Source: an optimization exercise on an open RTL-to-GDS flow (aim: small area, a short achievable clock period and few clock cycles per item). Production flows keep margins and buffers that such runs may drop.
The RTL was checked by simulation tests, not by an equivalence proof against the original design.
Power figures rest on the tool's default switching activity, not on a simulated workload.

## srv_axis
module srv_axis (
    input  wire        clk,
    input  wire        rst,
    input  wire        start,
    output reg         ready,
    output reg         done,
    input  wire        y_valid,
    input  wire        loop_start,
    input  wire [31:0] r,
    input  wire [31:0] y,
    input  wire [31:0] ul,
    input  wire        bq1_en,
    input  wire        bq2_en,
    input  wire        ff_en,
    input  wire [31:0] kp,
    input  wire [31:0] ki,
    input  wire [31:0] kd,
    input  wire [4:0]  sh_kp,
    input  wire [4:0]  sh_ki,
    input  wire [4:0]  sh_kd,
    input  wire [30:0] ilim,
    input  wire [22:0] out_lim,
    input  wire [31:0] kvf,
    input  wire [31:0] kaf,
    input  wire [4:0]  sh_kvf,
    input  wire [4:0]  sh_kaf,
    input  wire [159:0] bq1_coef,
    input  wire [24:0]  bq1_shift,
    input  wire [159:0] bq2_coef,
    input  wire [24:0]  bq2_shift,
    input  wire [191:0] pm_coef,
    input  wire [29:0]  pm_shift,
    input  wire [31:0]  pm_rest,
    input  wire [23:0]  pm_tol,
    input  wire [7:0]   pm_count,
    output reg  [23:0] u,
    output wire [31:0] mon_e,
    output reg  [31:0] mon_i,
    output reg  [31:0] res,
    output reg         res_tested,
    output reg         arith_sat,
    output reg         i_sat,
    output reg         i_swap,
    output reg         out_sat,
    output reg         plaus
);
    function [32:0] sat33;
        input [32:0] s;
        begin
            if (s[32] != s[31]) sat33 = {1'b1, s[32] ? 32'h80000000 : 32'h7fffffff};
            else                sat33 = {1'b0, s[31:0]};
        end
    endfunction
    reg [31:0] rp, vp, ep, mp, ic;
    reg [33:0] wvw;      
    wire [31:0] wv = wvw[31:0];
    reg [31:0] qh;
    reg [30:0] ql;
    reg [4:0]  shki_prev;
    reg [1:0]  bqen_prev;
    reg [31:0] x1a, x2a, y1a, y2a, x1b, x2b, y1b, y2b;
    reg [7:0]  pc;
    reg        run;
    reg        pre, chk;
    reg [4:0]  skr;      
    reg [4:0]  t;
    reg [4:0]  vsel;
    reg        ls, ffon, in1, in2, coast;
    reg [31:0] sy, sr, er, vr, tr;
    reg [30:0] ilr;      
    reg [22:0] olr;
    reg [23:0] tlr;
    reg [7:0]  pcr;
    reg        rst_r;    
    reg [32:0] cw;       
  ...
==> flow/config.mk <==
export PLATFORM = sky130hd
export DESIGN_NAME = srv_axis
export DESIGN_NICKNAME = srv_axis
export VERILOG_FILES = /design/flow/design.v
export SDC_FILE = /design/flow/constraint.sdc
export NUM_CORES = 8
export LEC_CHECK = 0
export ABC_AREA = 1
export CAP_MARGIN = 40
export CORE_MARGIN = 2
export CORE_UTILIZATION = 30
export SLEW_MARGIN = 60
==> flow/constraint.sdc <==
create_clock -name core_clock -period 25.0 [get_ports {clk}]
set_input_delay 5.0000 -clock core_clock [delete_from_list [all_inputs] [get_ports {clk}]]
set_output_delay 5.0000 -clock core_clock [all_outputs]
set_load 0.01 [all_outputs]
run.sh (not shown) runs the stock make flow with config.mk's settings and CLKGATE_MAP_FILE= SYNTH_SCRIPT=/design/flow/synth_recipe.tcl, a recipe that flattens the netlist after the stock synthesis.
Testbench counts at the start, summed over its fixed seeds: cycles 26,969, steps 1,920.
Rerun with:
--- a/flow/config.mk
+++ b/flow/config.mk
@@ -8,2 +8 @@
-export ABC_AREA = 1
-export CAP_MARGIN = 40
+export CAP_MARGIN = 50
@@ -12 +11 @@
-export SLEW_MARGIN = 60
+export SLEW_MARGIN = 70
Outcome: Die area goes up by 0.61%. Total power went up by 18%. Combinational power is higher by about 27%. Synthesized cell count went down by 15%. Routed wire length came out higher by about 4.5%. Design area rises by about 5.6%. Non-clock buffer count goes up by 589. Clock-buffer cell count falls by 26. First-iteration DRC count came out higher by 23%. Worst hold slack improved by 0.0050 ns. Area after synthesis rose by 0.61%.
Rerun with:
--- a/flow/config.mk
+++ b/flow/config.mk
@@ -8 +8 @@
-export CAP_MARGIN = 50
+export CAP_MARGIN = 40
@@ -11 +11 @@
-export SLEW_MARGIN = 70
+export SLEW_MARGIN = 60
The changed run finished with timing, DRC and antenna clean. Hold slack improved by 0.0040 ns. Synthesized cell count is unchanged. Clock power hardly moves. Via count is lower by 0.95%. Clock skew came out higher by 0.019 ns. Synthesized area stays the same.

-- static timing again, ports no longer ideal --
The flow's constraints put no driver on any port. The routed layouts listed below were extracted and timed again, unchanged, in two steps.
Step 1 sets driving cells, clkbuf_16 on the clock port and buf_2 on the other inputs (assumed; they add their load-dependent delay and slew).
Step 2 adds t to the input delays and takes it off the output delays; t is the mean of the earliest and latest rising clock arrival at the registers after step 1. Input paths then give back, and output paths get back, about the clock's delay inside the block.
Slacks: ideal ports / drivers / drivers and shift; pairs: ideal ports / drivers.
run | shift t [ns] | setup slack, ns | cell pins on the clock port's net
the first run | 1.046 | 17.555 / 17.455 / 17.468 | 1
the second run | 1.138 | 17.571 / 17.429 / 17.775 | 1
the third run | 1.143 | 17.430 / 17.322 / 17.920 | 1
After both steps setup and hold are still met in every run listed. For the first run, which loses most, drivers alone change the setup slack by -0.100 ns; drivers and shift together by -0.087 ns.
